Background: an optimization exercise with open tools, aiming at small area and a short achievable clock period. Do not read the settings as production practice. Function was checked by simulation only, so behaviour that the tests miss may differ from the original. Power figures rest on the tool's default switching activity, not on a simulated workload.

## before
==> flow/design.v <==
module bs4_encode (
    input  wire          clk,
    input  wire          rst,
    input  wire          in_valid,
    input  wire [1:0]    mode,
    input  wire [1023:0] x,
    input  wire [511:0]  rnd,
    output reg           out_valid,
    output reg  [7:0]    scale,
    output reg  [127:0]  codes
);
    reg  [895:0]  x_r;        
    reg  [511:0]  rnd_r;
    reg  [1:0]    mode_r;
    reg           valid_r;
    wire [1023:0] xq;         
    genvar i, b;
    generate
        for (i = 0; i < 32; i = i + 1) begin : g_in
            always @(posedge clk)
                x_r[28*i +: 28] <= {x[32*i+5 +: 27], |x[32*i +: 5]};
            assign xq[32*i +: 32] = {x_r[28*i+1 +: 27], 4'd0, x_r[28*i]};
        end
    endgenerate
    always @(posedge clk) begin
        if (rst)
            valid_r <= 1'b0;
        else
            valid_r <= in_valid;
        rnd_r  <= rnd;
        mode_r <= mode;
    end
    wire [31:0] nf_l;
    wire [31:0] gt_l;
    wire [3:0]  eh [0:31];
    wire [3:0]  el [0:31];
    generate
        for (i = 0; i < 32; i = i + 1) begin : g_key
            assign nf_l[i] = &xq[32*i+23 +: 8];
            assign gt_l[i] = xq[32*i+22] & (|xq[32*i +: 22]);
            assign eh[i]   = xq[32*i+27 +: 4];
            assign el[i]   = xq[32*i+23 +: 4];
        end
    endgenerate
    reg  [15:1] th_h;
    generate
        for (b = 1; b < 16; b = b + 1) begin : g_th
            wire [31:0] c;
            for (i = 0; i < 32; i = i + 1) begin : g_e
                assign c[i] = (x[32*i+27 +: 4] >= b);
            end
            always @(posedge clk)
                th_h[b] <= |c;
        end
    endgenerate
    wire [3:0] k_h = {th_h[8],
                      th_h[12] | (th_h[4] & ~th_h[8]),
                      th_h[14] | (th_h[10] & ~th_h[12]) | (th_h[6] & ~th_h[8]) | (th_h[2] & ~th_h[4]),
                      th_h[15] | (th_h[13] & ~th_h[14]) | (th_h[11] & ~th_h[12]) | (th_h[9] & ~th_h[10]) |
                      (th_h[7] & ~th_h[8]) | (th_h[5] & ~th_h[6]) | (th_h[3] & ~th_h[4]) | (th_h[1] & ~th_h[2])};
    wire [31:0] sel_h;
    generate
        for (i = 0; i < 32; i = i + 1) begin : g_selh
            assign sel_h[i] = (eh[i] == k_h);
        end
    endgenerate
    wire [15:1] th_l;
    generate
        for (b = 1; b < 16; b = b + 1) begin : g_tl
            wire [31:0] c;
            for (i = 0; i < 32; i = i + 1) begin : g_e
                assign c[i] = sel_h[i] & (el[i] >= b);
            end
            assign th_l[b] = |c;
        end
    endgenerate
    wire [3:0] k_l = {th_l[8],
                      th_l[12] | (th_l[4] & ~th_l[8]),
                      th_l[14] | (th_l[10] & ~th_l[12]) | (th_l[6] & ~th_l[8]) | (th_l[2] & ~th_l[4]),
                      th_l[15] | (th_l[13] & ~th_l[14]) | (th_l[11] & ~th_l[12]) | (th_l[9] & ~th_l[10]) |
                      (th_l[7] & ~th_l[8]) | (th_l[5] & ~th_l[6]) | (th_l[3] & ~th_l[4]) | (th_l[1] & ~th_l[2])};
    wire [31:0] g_c;
    generate
        for (i = 0; i < 32; i = i + 1) begin : g_g
            assign g_c[i] = sel_h[i] & (el[i] == k_l) & gt_l[i];
        end
    endgenerate
    wire [8:0] kmax = {k_h, k_l, |g_c};
    wire any_nf = |nf_l;
    wire [7:0] e_m  = kmax[8:1];
    wire       e_lo = ~|e_m[7:1];                       
    wire [7:0] ep   = e_lo ? 8'd2 : e_m;
    wire       gp   = kmax[0] & ~e_lo;
    wire [7:0] kc   = ep + {7'd0, gp};
    wire [7:0] s_fin = kc - 8'd2;
    wire [7:0] epp    = ep + 8'd1;
    wire [2:0] epp_hm1 = epp[7:5] - 3'd1;
    wire [127:0] code_c;
    wire [1:0]   mode_e = any_nf ? 2'd1 : mode_r;    
    wire         m_sr   = (mode_e == 2'd2);
    wire         m_ne   = (mode_e[1] == mode_e[0]);  
    generate
        for (i = 0; i < 32; i = i + 1) begin : g_elm
            e2m1_round u_el (
                .x    (xq[32*i +: 32]),
                .epp  (epp),
                .epp_hm1 (epp_hm1),
                .gp   (gp),
                .nf   (any_nf),
                .r    (rnd_r[16*i +: 16]),
                .m_sr (m_sr),
                .m_ne (m_ne),
                .code (code_c[4*i +: 4])
            );
        end
    endgenerate
    always @(posedge clk) begin
        if (rst)
            out_valid <= 1'b0;
        else
            out_valid <= valid_r;
        scale <= any_nf ? 8'hFF : s_fin;
        codes <= code_c;
    end
endmodule
module e2m1_round (
    input  wire [31:0] x,
    input  wire [7:0]  epp,
    input  wire [2:0]  epp_hm1,
    input  wire        gp,
    input  wire        nf,
    input  wire [15:0] r,
    input  wire        m_sr,
    input  wire        m_ne,
    output wire [3:0]  code
);
    wire        sx = x[31];
    wire [7:0]  ex = x[30:23];
    wire        h  = |ex;
    wire [23:0] w  = {h, x[22:0]};
    wire [7:0]  ee = {ex[7:1], ex[0] | ~h};       
    wire [5:0]  s5   = {1'b0, epp[4:0]} + {1'b0, ~ee[4:0]} + {5'd0, gp};
    wire        near = s5[5] ? (ee[7:5] == epp[7:5]) : (ee[7:5] == epp_hm1);
    wire [5:0]  lo   = {1'b0, s5[4:0]};
    wire [4:0]  dl   = lo[4:0];
    wire        d0 = near & (dl == 5'd0);
    wire        d1 = near & (dl == 5'd1);
    wire        d2 = near & (dl == 5'd2);
    wire        d3 = near & (dl == 5'd3);
    wire        d4 = near & (dl == 5'd4);
    wire        big = ~near | (dl > 5'd19);
    wire        ov = h & (dl[4:1] == 4'd0);
    wire [4:0]  sa = {dl[4:2], dl[1] | ov, dl[0] & ~ov};
    wire [19:0] win = big ? 20'd0 : (w[23:4] >> sa);
    wire [15:0] frac = win[15:0];
    wire [15:0] cg = frac & r;
    wire [15:0] cp = frac | r;
    wire [3:0]  gg, gq;
    genvar q;
    generate
        for (q = 0; q < 4; q = q + 1) begin : g_grp
            assign gg[q] = cg[4*q+3] | (cp[4*q+3] & cg[4*q+2]) |
                           (cp[4*q+3] & cp[4*q+2] & cg[4*q+1]) |
                           (cp[4*q+3] & cp[4*q+2] & cp[4*q+1] & cg[4*q]);
            assign gq[q] = &cp[4*q +: 4];
        end
    endgenerate
    wire sr_up = gg[3] | (gq[3] & gg[2]) | (gq[3] & gq[2] & gg[1]) |
                 (gq[3] & gq[2] & gq[1] & gg[0]);
    wire o19 = |w[19:0];
    wire o20 = o19 | w[20];
    wire o21 = o20 | w[21];
    wire o22 = o21 | w[22];
    wire rne_up = h ? ( ((d0 | d1 | d2) & w[21] & (o20 | w[22])) |
                        (d3 & w[22]) |
                        (d4 & o22) )
                    : ( (d1 & w[20] & (o19 | w[21])) |
                        (d2 & w[21] & (o20 | w[22])) |
                        (d3 & w[22] & o21) );
    wire up = (m_sr & sr_up) | (m_ne & rne_up);
    wire [2:0] base = nf ? 3'd0 :
                      h ? ( d0 ? {2'b11, w[22]} :
                            d1 ? {2'b10, w[22]} :
                            d2 ? {2'b01, w[22]} :
                            d3 ? 3'd1 : 3'd0 )
                        : ( d1 ? {1'b0, w[22], w[21]} :
                            d2 ? {2'b00, w[22]} : 3'd0 );
    wire [2:0] base1 = base + 3'd1;
    wire [2:0] mag = up ? base1 : base;
    assign code = {sx & ~nf, mag};
endmodule
Settings: LEC_CHECK=0, ABC_AREA=1, CAP_MARGIN=30, CORE_AREA=2 2 578 578, CTS_CLUSTER_DIAMETER=80, CTS_CLUSTER_SIZE=22, DIE_AREA=0 0 580 580, PLACE_DENSITY=0.6, SLEW_MARGIN=20; clock period 50.0 ns.
standard.sh (not shown) runs the stock make flow with config.mk's settings and CLKGATE_MAP_FILE= SYNTH_SCRIPT=/design/flow/synth_recipe.tcl, a recipe that flattens the netlist after the stock synthesis.
==> flow/flow/run.sh <==
#!/bin/bash
# Own layout flow:
#  1. the standard synthesis (standard.sh synth), unchanged;
#  2. the combinational logic of that netlist re-mapped by Yosys/ABC with
#     flow/remap.abc (the flip-flops are kept as they are, by name and cell);
#  3. the standard ORFS layout from that netlist, with the port buffers
#     made of the plain buf_1 cell.
# Each tool writes its full output to a log file in this folder.
set -euo pipefail
# repair_timing aims for this much setup slack (a period of about 11.2 ns)
MARGIN=38.8
R=orfs/results/${FLOW_PLATFORM}/bs4_encode/base
LIB=${FLOW_HOME}/platforms/${FLOW_PLATFORM}/lib/sky130_fd_sc_hd__tt_025C_1v80.lib

bash standard.sh synth > flow_synth.log 2>&1

python3 flow/gencells.py "$LIB" cells_model.v > flow_gencells.log 2>&1
DU=$(grep -A40 "DONT_USE_CELLS" ${FLOW_HOME}/platforms/${FLOW_PLATFORM}/config.mk | grep -o "sky130_fd_sc_hd__[a-z0-9_]*" | sed 's/^/-dont_use /' | tr '\n' ' ')
cp $R/1_2_yosys.v synth_standard.v
cat > remap.ys <<EOS
read_verilog cells_model.v
read_verilog synth_standard.v
hierarchy -top ${FLOW_TOP}
flatten
opt_clean -purge
techmap
opt -fast
abc -liberty $LIB $DU -script flow/remap.abc
opt_clean -purge
hilomap -singleton -hicell sky130_fd_sc_hd__conb_1 HI -locell sky130_fd_sc_hd__conb_1 LO
splitnets
opt_clean -purge
insbuf -buf sky130_fd_sc_hd__buf_4 A X
check
stat -liberty $LIB
write_verilog -noattr -nohex -nodec synth_remapped.v
EOS
yosys -s remap.ys > flow_remap.log 2>&1
cp synth_remapped.v $R/1_2_yosys.v
rm -f $R/1_synth.odb $R/1_synth.sdc

bash standard.sh 'BUFFER_PORTS_ARGS=-buffer_cell sky130_fd_sc_hd__buf_1' "SETUP_SLACK_MARGIN=${MARGIN}" finish > flow_layout.log 2>&1
Other scripts of this flow, unchanged in this note and not shown: flow/flow/gencells.py, flow/flow/remap.abc
What after does differently from before at the input level:
-- flow/design.v --
<<< before, line 141
    wire [7:0]  ee = {ex[7:1], ex[0] | ~h};       
    wire [5:0]  s5   = {1'b0, epp[4:0]} + {1'b0, ~ee[4:0]} + {5'd0, gp};
    wire        near = s5[5] ? (ee[7:5] == epp[7:5]) : (ee[7:5] == epp_hm1);
    wire [5:0]  lo   = {1'b0, s5[4:0]};
    wire [4:0]  dl   = lo[4:0];
>>> after, line 141
    wire [7:0]  ee = {ex[7:1], ex[0] | ~h};       
    wire [5:0]  s5   = {1'b0, epp[4:0]} + {1'b0, ~ee[4:0]} + {5'd0, gp};
    wire        near = ~nf & (s5[5] ? (ee[7:5] == epp[7:5]) : (ee[7:5] == epp_hm1));
    wire [5:0]  lo   = {1'b0, s5[4:0]};
    wire [4:0]  dl   = lo[4:0];
<<< before, line 179
                        (d3 & w[22] & o21) );
    wire up = (m_sr & sr_up) | (m_ne & rne_up);
    wire [2:0] base = nf ? 3'd0 :
                      h ? ( d0 ? {2'b11, w[22]} :
                            d1 ? {2'b10, w[22]} :
                            d2 ? {2'b01, w[22]} :
>>> after, line 179
                        (d3 & w[22] & o21) );
    wire up = (m_sr & sr_up) | (m_ne & rne_up);
    wire [2:0] base = h ? ( d0 ? {2'b11, w[22]} :
                            d1 ? {2'b10, w[22]} :
                            d2 ? {2'b01, w[22]} :
<<< before, line 186
                        : ( d1 ? {1'b0, w[22], w[21]} :
                            d2 ? {2'b00, w[22]} : 3'd0 );
    wire [2:0] base1 = base + 3'd1;
    wire [2:0] mag = up ? base1 : base;
    assign code = {sx & ~nf, mag};
endmodule
>>> after, line 185
                        : ( d1 ? {1'b0, w[22], w[21]} :
                            d2 ? {2'b00, w[22]} : 3'd0 );
    wire [2:0] mag = base ^ {up & base[1] & base[0], up & base[0], up};
    assign code = {sx & ~nf, mag};
endmodule
Findings:
Looking at before and after, the via count of the first global-routing pass is a wash.
Power share of the combinational group was lower in the run labelled before.
Going from before to after, maximum number of pins on one net before global-route repair increased 10%, signal arrival time at the worst endpoint decreased 30 ps, maximum frequency essentially unchanged, detailed-router iteration count before antenna repair decreased 4, cell area increased 0.0014 mm2.
after: internal power of the cells 0.00027 W above before

---

RTL: the design.v shown in full above, as it stands there.
clock: 50.0 ns
lec_check: 0
abc_area: 1
cap_margin: 30
core_area: 2 2 498 498
cts_cluster_diameter: 80
cts_cluster_size: 22
die_area: 0 0 500 500
place_density: 0.6
slew_margin: 20
==> flow/flow/run.sh <==
#!/bin/bash
# Own layout flow:
#  1. the standard synthesis (standard.sh synth), unchanged;
#  2. the combinational logic of that netlist re-mapped by Yosys/ABC with
#     flow/remap.abc (the flip-flops are kept as they are, by name and cell);
#  3. the standard ORFS layout from that netlist, with the port buffers
#     made of the plain buf_1 cell.
# Each tool writes its full output to a log file in this folder.
set -euo pipefail
# repair_timing aims for this much setup slack (a period of about 11.2 ns)
MARGIN=38.8
R=orfs/results/${FLOW_PLATFORM}/bs4_encode/base
LIB=${FLOW_HOME}/platforms/${FLOW_PLATFORM}/lib/sky130_fd_sc_hd__tt_025C_1v80.lib

bash standard.sh synth > flow_synth.log 2>&1

python3 flow/gencells.py "$LIB" cells_model.v > flow_gencells.log 2>&1
DU=$(grep -A40 "DONT_USE_CELLS" ${FLOW_HOME}/platforms/${FLOW_PLATFORM}/config.mk | grep -o "sky130_fd_sc_hd__[a-z0-9_]*" | sed 's/^/-dont_use /' | tr '\n' ' ')
cp $R/1_2_yosys.v synth_standard.v
cat > remap.ys <<EOS
read_verilog cells_model.v
read_verilog synth_standard.v
hierarchy -top ${FLOW_TOP}
flatten
opt_clean -purge
techmap
opt -fast
abc -liberty $LIB $DU -script flow/remap.abc
opt_clean -purge
hilomap -singleton -hicell sky130_fd_sc_hd__conb_1 HI -locell sky130_fd_sc_hd__conb_1 LO
splitnets
opt_clean -purge
insbuf -buf sky130_fd_sc_hd__buf_4 A X
check
stat -liberty $LIB
write_verilog -noattr -nohex -nodec synth_remapped.v
EOS
yosys -s remap.ys > flow_remap.log 2>&1
cp synth_remapped.v $R/1_2_yosys.v
rm -f $R/1_synth.odb $R/1_synth.sdc

bash standard.sh 'BUFFER_PORTS_ARGS=-buffer_cell sky130_fd_sc_hd__buf_1' 'PLACE_PINS_ARGS=-min_distance 1 -min_distance_in_tracks' "SETUP_SLACK_MARGIN=${MARGIN}" finish > flow_layout.log 2>&1
Other scripts of this flow, unchanged in this note and not shown: flow/flow/gencells.py, flow/flow/remap.abc
Then changed:
--- a/flow/design.v
+++ b/flow/design.v
@@ -137,13 +137,13 @@
     wire        sx = x[31];
     wire [7:0]  ex = x[30:23];
     wire        h  = |ex;
     wire [23:0] w  = {h, x[22:0]};
     wire [7:0]  ee = {ex[7:1], ex[0] | ~h};       
     wire [5:0]  s5   = {1'b0, epp[4:0]} + {1'b0, ~ee[4:0]} + {5'd0, gp};
-    wire        near = s5[5] ? (ee[7:5] == epp[7:5]) : (ee[7:5] == epp_hm1);
+    wire        near = ~nf & (s5[5] ? (ee[7:5] == epp[7:5]) : (ee[7:5] == epp_hm1));
     wire [5:0]  lo   = {1'b0, s5[4:0]};
     wire [4:0]  dl   = lo[4:0];
     wire        d0 = near & (dl == 5'd0);
     wire        d1 = near & (dl == 5'd1);
     wire        d2 = near & (dl == 5'd2);
     wire        d3 = near & (dl == 5'd3);
@@ -175,14 +175,13 @@
                         (d3 & w[22]) |
                         (d4 & o22) )
                     : ( (d1 & w[20] & (o19 | w[21])) |
                         (d2 & w[21] & (o20 | w[22])) |
                         (d3 & w[22] & o21) );
     wire up = (m_sr & sr_up) | (m_ne & rne_up);
-    wire [2:0] base = nf ? 3'd0 :
-                      h ? ( d0 ? {2'b11, w[22]} :
+    wire [2:0] base = h ? ( d0 ? {2'b11, w[22]} :
                             d1 ? {2'b10, w[22]} :
                             d2 ? {2'b01, w[22]} :
                             d3 ? 3'd1 : 3'd0 )
                         : ( d1 ? {1'b0, w[22], w[21]} :
                             d2 ? {2'b00, w[22]} : 3'd0 );
     wire [2:0] base1 = base + 3'd1;
The changed run produced a clean layout.
Power goes up by 16%.
Sequential power barely changes.
Utilization climbs by 3.3 points.
Maximum frequency fell by 1.2%.
Die area is unchanged.
Global-route usage went up by 1.1 points.
Non-clock buffer count came out higher by 472.
Area after synthesis barely changes.
Sequential cell count stays the same.
First-iteration DRC count rises by 7.0%.

-- static timing again, ports no longer ideal --
No port has a modelled driver above. Below, the same layouts with a new extraction and two added sets of constraints.
Step 1 (the two cells are an assumption about what drives the block):
set clk [get_ports {clk}]
set_driving_cell -lib_cell sky130_fd_sc_hd__clkbuf_16 $clk
set_driving_cell -lib_cell sky130_fd_sc_hd__buf_2 [delete_from_list [all_inputs] $clk]
Step 2 also shifts input and output timing later by t, the mid clock arrival at the registers, as if the neighbouring blocks saw the same clock.
a / b / c = ideal ports / drivers / drivers and shift; a / b = the first two.
run	shift t [ns]	setup slack, ns	cell pins on the clock port's net
before	0.996	38.564 / 38.450 / 37.698	1
after	0.995	38.595 / 38.475 / 37.684	1
the first run of note 2	0.934	38.638 / 38.550 / 37.764	1
the second run of note 2	0.924	38.499 / 38.534 / 37.614	1
After both steps every run listed still meets setup and hold. For after, which loses most, drivers alone change the setup slack by -0.120 ns; drivers and shift together by -0.911 ns.
